From an optimization exercise on the open Yosys and OpenROAD flow, aimed at small area; shortcuts taken in it are not production practice.
Function not checked in this run: the RTL went through the layout flow alone.

File: flow/run.sh
#!/bin/bash
# synth_recipe.tcl (not shown) runs the flow's synth.tcl, then flattens the netlist and writes it again
# the make line also repeats each setting of config.mk as NAME=value (left out here)
make -C /OpenROAD-flow-scripts/flow DESIGN_CONFIG=/design/flow/config.mk WORK_HOME=/design/flow/orfs CLKGATE_MAP_FILE= SYNTH_SCRIPT=/design/flow/synth_recipe.tcl finish
File: flow/config.mk
export PLATFORM = sky130hd
export DESIGN_NAME = cvu_pair
export DESIGN_NICKNAME = cvu_pair
export VERILOG_FILES = /design/flow/design.v
export SDC_FILE = /design/flow/constraint.sdc
export NUM_CORES = 4
export LEC_CHECK = 0
export CAP_MARGIN = 20
export CORE_MARGIN = 2
export CORE_UTILIZATION = 40
export PLACE_DENSITY = 0.6
export SLEW_MARGIN = 20
File: flow/constraint.sdc
create_clock -name core_clock -period 10.0 [get_ports {clk}]
set_input_delay 2.0000 -clock core_clock [delete_from_list [all_inputs] [get_ports {clk}]]
set_output_delay 2.0000 -clock core_clock [all_outputs]
set_load 0.01 [all_outputs]
File: flow/design.v
module cvu_crc (
    input  wire [1:0]  poly,     
    input  wire [31:0] val,      
    input  wire [31:0] data,     
    input  wire [2:0]  nbytes,   
    output reg  [31:0] val_out
);
    function [31:0] crc32_byte(input [31:0] c_in, input [7:0] b);
        integer i;
        reg [31:0] c;
        begin
            c = c_in ^ {24'd0, b};
            for (i = 0; i < 8; i = i + 1)
                c = c[0] ? ((c >> 1) ^ 32'hEDB88320) : (c >> 1);
            crc32_byte = c;
        end
    endfunction
    function [31:0] crc32c_byte(input [31:0] c_in, input [7:0] b);
        integer i;
        reg [31:0] c;
        begin
            c = c_in ^ {24'd0, b};
            for (i = 0; i < 8; i = i + 1)
                c = c[0] ? ((c >> 1) ^ 32'h82F63B78) : (c >> 1);
            crc32c_byte = c;
        end
    endfunction
    function [15:0] crc16_byte(input [15:0] c_in, input [7:0] b);
        integer i;
        reg [15:0] c;
        begin
            c = c_in ^ {b, 8'd0};
            for (i = 0; i < 8; i = i + 1)
                c = c[15] ? ((c << 1) ^ 16'h1021) : (c << 1);
            crc16_byte = c;
        end
    endfunction
    function [7:0] crc8_byte(input [7:0] c_in, input [7:0] b);
        integer i;
        reg [7:0] c;
        begin
            c = c_in ^ b;
            for (i = 0; i < 8; i = i + 1)
                c = c[7] ? ((c << 1) ^ 8'h2F) : (c << 1);
            crc8_byte = c;
        end
    endfunction
    function [31:0] fold_byte(input [1:0] p, input [31:0] c, input [7:0] b);
        case (p)
            2'd0: fold_byte = crc32_byte(c, b);
            2'd1: fold_byte = crc32c_byte(c, b);
            2'd2: fold_byte = {16'd0, crc16_byte(c[15:0], b)};
            default: fold_byte = {24'd0, crc8_byte(c[7:0], b)};
        endcase
    endfunction
    wire [31:0] v1 = fold_byte(poly, val, data[7:0]);
    wire [31:0] v2 = fold_byte(poly, v1,  data[15:8]);
    wire [31:0] v3 = fold_byte(poly, v2,  data[23:16]);
    wire [31:0] v4 = fold_byte(poly, v3,  data[31:24]);
    always @* begin
        case (nbytes)
            3'd1:    val_out = v1;
            3'd2:    val_out = v2;
            default: val_out = v4;
        endcase
    end
endmodule
module cvu (
    input  wire        clk,
    input  wire        rst,        
    input  wire        sel,        
    input  wire        we,
    input  wire [5:0]  widx,       
    input  wire [31:0] wdata,
    output reg  [31:0] rdata,
    output reg         done        
);
    localparam W_CTRL   = 6'h00;
    localparam W_CMD    = 6'h01;
    localparam W_VAL    = 6'h02;
    localparam W_RESULT = 6'h03;
    localparam W_TX     = 6'h04;
    localparam W_RX     = 6'h05;
    localparam W_LAST   = 6'h06;
    localparam W_EXPECT = 6'h07;
    localparam W_STAT   = 6'h08;
    localparam W_REJ    = 6'h09;
    localparam W_DATA1  = 6'h0C;
    localparam W_DATA2  = 6'h0D;
    localparam W_DATA4  = 6'h0E;
    reg [1:0]  poly;
    reg        alive_en;
    reg        mode;
    reg [3:0]  window;
    reg        sync;
    reg [31:0] val;
    reg [31:0] result;
    reg [15:0] alive_tx;
    reg [15:0] alive_rx;
    reg [15:0] alive_last;
    reg [31:0] expect_v;
    reg        st_pass;
    reg        st_crc_bad;
    reg        st_alive_bad;
    reg [31:0] rej;
    reg [31:0] mask;
    reg [31:0] init_v;
    reg [31:0] xorout;
    always @* begin
        case (poly)
            2'd0, 2'd1: begin mask = 32'hFFFF_FFFF; init_v = 32'hFFFF_FFFF; xorout = 32'hFFFF_FFFF; end
            2'd2:       begin mask = 32'h0000_FFFF; init_v = 32'h0000_FFFF; xorout = 32'h0000_0000; end
            default:    begin mask = 32'h0000_00FF; init_v = 32'h0000_00FF; xorout = 32'h0000_00FF; end
        endcase
    end
    wire wr = sel & we;
    wire rd = sel & ~we;
    wire do_start  = wr && widx == W_CMD && wdata[0];
    wire do_finish = wr && widx == W_CMD && wdata[1];
    wire do_clrrej = wr && widx == W_CMD && wdata[2];
    wire [31:0] val_cur = val & mask;
    reg  [2:0]  nbytes;
    always @* begin
        case (widx)
            W_DATA1: nbytes = 3'd1;
            W_DATA2: nbytes = 3'd2;
            default: nbytes = 3'd4;
        endcase
    end
    wire do_data = wr && (widx == W_DATA1 || widx == W_DATA2 || widx == W_DATA4);
    wire [31:0] val_folded;
    cvu_crc u_fold (
        .poly(poly), .val(val_cur), .data(wdata), .nbytes(nbytes), .val_out(val_folded)
    );
    wire [15:0] alive_sel = mode ? alive_rx : alive_tx;
    wire [31:0] val_alive;
    cvu_crc u_alive (
        .poly(poly), .val(init_v), .data({16'd0, alive_sel}), .nbytes(3'd2), .val_out(val_alive)
    );
    wire [31:0] val_start = alive_en ? val_alive : init_v;
    wire [31:0] res_new   = (val_cur ^ xorout) & mask;
    wire        crc_bad   = res_new != (expect_v & mask);
    wire [15:0] d         = alive_rx - alive_last;
    wire [3:0]  win       = (window == 4'd0) ? 4'd1 : window;
    wire        in_window = (d != 16'd0) && (d <= {12'd0, win});
    wire        alive_bad = alive_en && !sync && !in_window;
    wire        pass      = !crc_bad && !alive_bad;
    always @(posedge clk) begin
        if (rst) begin
            poly         <= 2'd0;
            alive_en     <= 1'b0;
            mode         <= 1'b0;
            window       <= 4'd4;
            sync         <= 1'b0;
            val          <= 32'd0;
            result       <= 32'd0;
            alive_tx     <= 16'd0;
            alive_rx     <= 16'd0;
            alive_last   <= 16'd0;
            expect_v     <= 32'd0;
            st_pass      <= 1'b0;
            st_crc_bad   <= 1'b0;
            st_alive_bad <= 1'b0;
            rej          <= 32'd0;
            done         <= 1'b0;
        end else begin
            done <= do_finish;
            if (wr) begin
                case (widx)
                    W_CTRL: begin
                        poly     <= wdata[1:0];
                        alive_en <= wdata[2];
                        mode     <= wdata[3];
                        window   <= wdata[7:4];
                        sync     <= wdata[8];
                    end
                    W_VAL:    val        <= wdata & mask;
                    W_TX:     alive_tx   <= wdata[15:0];
                    W_RX:     alive_rx   <= wdata[15:0];
                    W_LAST:   alive_last <= wdata[15:0];
                    W_EXPECT: expect_v   <= wdata & mask;
                    default: ;
                endcase
            end
            if (do_data)
                val <= val_folded;
            if (do_finish) begin
                result <= res_new;
                if (!mode) begin
                    st_pass      <= 1'b0;
                    st_crc_bad   <= 1'b0;
                    st_alive_bad <= 1'b0;
                    if (alive_en)
                        alive_tx <= alive_tx + 16'd1;
                end else begin
                    st_pass      <= pass;
                    st_crc_bad   <= crc_bad;
                    st_alive_bad <= alive_bad;
                    if (pass && alive_en) begin
                        alive_last <= alive_rx;
                        sync       <= 1'b0;
                    end
                    if (!pass && rej != 32'hFFFF_FFFF)
                        rej <= rej + 32'd1;
                end
            end
            if (do_start)
                val <= val_start;
            if (do_clrrej)
                rej <= 32'd0;
        end
    end
    always @* begin
        rdata = 32'd0;
        if (rd) begin
            case (widx)
                W_CTRL:   rdata = {23'd0, sync, window, mode, alive_en, poly};
                W_VAL:    rdata = val & mask;
                W_RESULT: rdata = result & mask;
                W_TX:     rdata = {16'd0, alive_tx};
                W_RX:     rdata = {16'd0, alive_rx};
                W_LAST:   rdata = {16'd0, alive_last};
                W_EXPECT: rdata = expect_v & mask;
                W_STAT:   rdata = {29'd0, st_alive_bad, st_crc_bad, st_pass};
                W_REJ:    rdata = rej;
                default:  rdata = 32'd0;
            endcase
        end
    end
endmodule
module cvu_pair (
    input  wire        clk,
    input  wire        rst,
    input  wire        sel,
    input  wire        we,
    input  wire [6:0]  addr,
    input  wire [31:0] wdata,
    output wire [31:0] rdata,
    output wire [1:0]  done
);
    wire [31:0] rdata2, rdata3;
    cvu u_cvu2 (
        .clk(clk), .rst(rst),
        .sel(sel & ~addr[6]), .we(we), .widx(addr[5:0]), .wdata(wdata),
        .rdata(rdata2), .done(done[0])
    );
    cvu u_cvu3 (
        .clk(clk), .rst(rst),
        .sel(sel & addr[6]), .we(we), .widx(addr[5:0]), .wdata(wdata),
        .rdata(rdata3), .done(done[1])
    );
    assign rdata = rdata2 | rdata3;
endmodule
==> results.cfg <==
[run_status]
outcome = timing/DRC/antenna clean

[timing]
fin_skew_ps = 33.4
max_slew_margin_pct = 16.8
fin_tns_setup_ps = 0
period_share_pct = 97.8
finalSetupViolCount = 0
rsz0062_at_grt = false
slew_viol_final = 0
hold_viol = 0
worstMarginPinSlew_ps = 1240
maxClockFrequency_mhz = 102
fin_crit_ps = 9780

[critical_path]
crit_fanout = 9
critPathTopFamily = XOR/XNOR gates
cp.arrival_ps = 10250
cp_num_buf_inv = 3
required_ps = 10470
cpMaxStageDelayCell = xor2_1
end_kind = register
crit_top_cell = xor2_1
worstPathCellList = buf_2 > xor2_1 > xnor3_1 > xor3_1 > a221oi_1 > a21boi_1 > nor2_8 > buf_4 > xor2_1 > xnor3_1 > o221ai_2 > xor2_4 > xnor3_1 > xnor2_1 > o21ai_0 > o311ai_1 > a221oi_2 > buf_4 > xor2_1 > xor2_1 > xor2_1 > o2111ai_1 > a31oi_1 > a211o_1
path_depth = 24
crit_type = input pin to register
cp-start-kind = input pin
crit_path_max_incr_delay_ps = 640
rr_worst_depth = 22

[placement]
place_inst = 7942
routabilityCongestion = 1.05
dp_hpwl_um = 177000
portBuffers = 76

[logic_synthesis]
synth-edff-count = 0
synth_fa_ha_area_share_pct = 1.18
ys_warn_count = 2
syn_inst = 6380
synth_simple_gate_area_share_pct = 15.1
synthArstFlopShare_pct = 0
ys_seq_area_share_pct = 14.8
synth.avg_cell_area_um2 = 8.04
ys_types = 112
syn_nets = 6470
synth_top_family_by_area = XOR/XNOR gates
syn_area_um2 = 51300
synthMuxAreaShare_pct = 3.06
synth_xor_xnor_area_share_pct = 40.9
synth_compound_area_share_pct = 20.2
synth_flop_cell = dfxtp_1
ys_seq_elements = 378

[routing]
drt-wirelength-per-cell_um = 30.0
firstDrtPassIters = 8
via_count = 51500
via_per_inst = 6.41
drc = 0
routed_wirelength_um = 241000
antenna_left = 0
first_iter_violations = 8767

[clock_network]
cts-resized-gates = 0
cts-root-buf = clkbuf_16
path_clk_slew_ps = 60
clock_path_buffers = 3
cts_setup_buffers = 0
htree_levels = 2
cts_hold_buf = 0
cts_tree = yes
cts.sinks = 378
cts_buffers = 46
worstSkewPairLatency_ps = 620

[worst_hold_path]
whs_path_depth = 2
min_path_type = register to register

[grt]
grt_antenna_before_repair = 13
gr-total-overflow = 0
grt_usage_pct = 35.3
grt_max_degree = 184
grt_pass1_vias = 47500
grt_pass1_wl_um = 344000

[finish]
fillCellCount = 12600
nNetsFinal = 6419
area_growth_pct = 9.82
finalNonFillerCells = 8031
final_cell_mix = 1,126 x xnor2_1, 603 x nor2_1, 564 x nand2_1
drive_gt1_share_pct = 10.4
post-route-util_pct = 44.2
final_common_cell = xnor2_1

[floorplanning]
top_level_ports = 77
coreArea_um2 = 127000
die_w_um = 362
die_h_um = 362
die_area_um2 = 131000
row_count = 131
initial_utilization_pct = 40.3

[run]
maxCapViolCount = 0
-- Yosys cell counts, types with 61 or more instances --
library cell	n	area, um^2
xnor3_1	193	4350
a22oi_1	102	766
nand3_1	112	561
a211oi_1	97	728
xor2_1	481	4210
nor2_1	615	2310
and3_1	76	475
inv_1	95	357
o22ai_1	80	500
clkbuf_1	384	1440
xnor2_1	1128	9880
a21oi_1	453	2270
nor3_1	136	681
dfxtp_1	378	7570
buf_1	74	278
o21ai_0	270	1350
nand2_1	569	2140
a221oi_1	61	534
mux2i_1	123	1230
-- layout make-up --
cell class	count	area, um^2	area share, %
multi-input combinational	5383	41400	73.5
sequential	378	7580	13.5
timing repair buffer	419	3360	5.96
tap	1662	2080	3.69
clock buffer	61	1280	2.27
inverter	101	380	0.675
clock inverter	24	230	0.409
antenna	3	7.51	0.0133
-- metrics by stage --
step	hold WS [ps]	setup slack (ps)	cell area [um^2]
3_3_place_gp	439	-64.8	54800
6_report	455	223	56300
3_5_place_dp	445	-133	54800
4_1_cts	452	460	56300
5_1_grt	466	34.6	56300
2_1_floorplan	431	906	51300
-- state kept, by name (all words and copies together), names as in the netlist, 2 cells and up --
signal,cells
u_cvu2.val,32
u_cvu2.expect_v,32
u_cvu3.poly,2
u_cvu3.rej,32
u_cvu2.alive_rx,16
u_cvu3.val,32
u_cvu2.window,4
u_cvu3.result,32
u_cvu3.expect_v,32
u_cvu3.window,4
u_cvu2.rej,32
u_cvu2.poly,2
u_cvu2.alive_last,16
u_cvu2.alive_tx,16
u_cvu3.alive_last,16
u_cvu2.result,32
u_cvu3.alive_tx,16
u_cvu3.alive_rx,16
-- layer usage --
| metal | share of wire [%] | vias up | track usage (%) | routed length [um] |
|---|---|---|---|---|
| li1 | - | 22300 | - | - |
| met1 | 40 | 24800 | 48.0 | 96500 |
| met2 | 40 | 3670 | 50.2 | 97300 |
| met3 | 13 | 753 | 9.88 | 31500 |
| met4 | 6.3 | 18 | 18.4 | 15300 |
| met5 | 0.044 | - | 0 | 106 |
-- path summary, 6_finish.rpt --
| path | from | slack, ps | to |
|---|---|---|---|
| min reg2reg | u_cvu3.result[3] | 460 | u_cvu3.result[3] |
| max | wdata[2] | 220 | u_cvu3.val[1] |
| max reg2reg | u_cvu3.val[3] | 1040 | u_cvu3.val[1] |
| min | u_cvu3.result[3] | 460 | u_cvu3.result[3] |
-- cell families after synthesis --
family,Yosys count
AOI/OAI and AO/OA,1537
xor gates and xnor gates,1919
muxes,143
adders and majority gates,47
and+or+nand+nor,1737
DFF,378
buffers and inverters,619
-- worst register-to-register path, stage by stage, from the launching register on --
cell	delay, ps
dfxtp_1	970
xnor2_4	280
xnor2_1	540
xnor3_1	500
o221ai_1	380
a21oi_1	200
nor2_2	440
buf_4	230
xnor3_1	530
xnor3_1	240
o22ai_1	370
xor2_1	500
xnor3_1	490
a21o_1	180
o21ai_0	180
o32ai_1	210
xnor2_2	530
xor2_1	500
xor2_1	640
xor2_1	210
o2111ai_1	230
a31oi_1	110
a211o_1	370

==> re-timing with driven ports <==
Ports are ideal in the flow. The routed layout listed here was re-timed in OpenROAD. Step 1: set_driving_cell puts a clkbuf_16 on clk and a buf_2 on each other input, an assumption about the parent block. Step 2 also shifts input and output timing later by t, the mid clock arrival at the registers, as if the neighbouring blocks saw the same clock. Three values: no drivers, after step 1, after step 2; two values: the first two.
t, ns: 0.663
slack for setup (ns): 0.223 / 0.260 / -0.403
worst setup path at the end: input to register
worst slew at a driven data input, ns: 0.13
Met with ideal ports but missed after step 2: setup timing in this run. For this run, drivers alone change the setup slack by +0.037 ns; drivers and shift together by -0.626 ns.
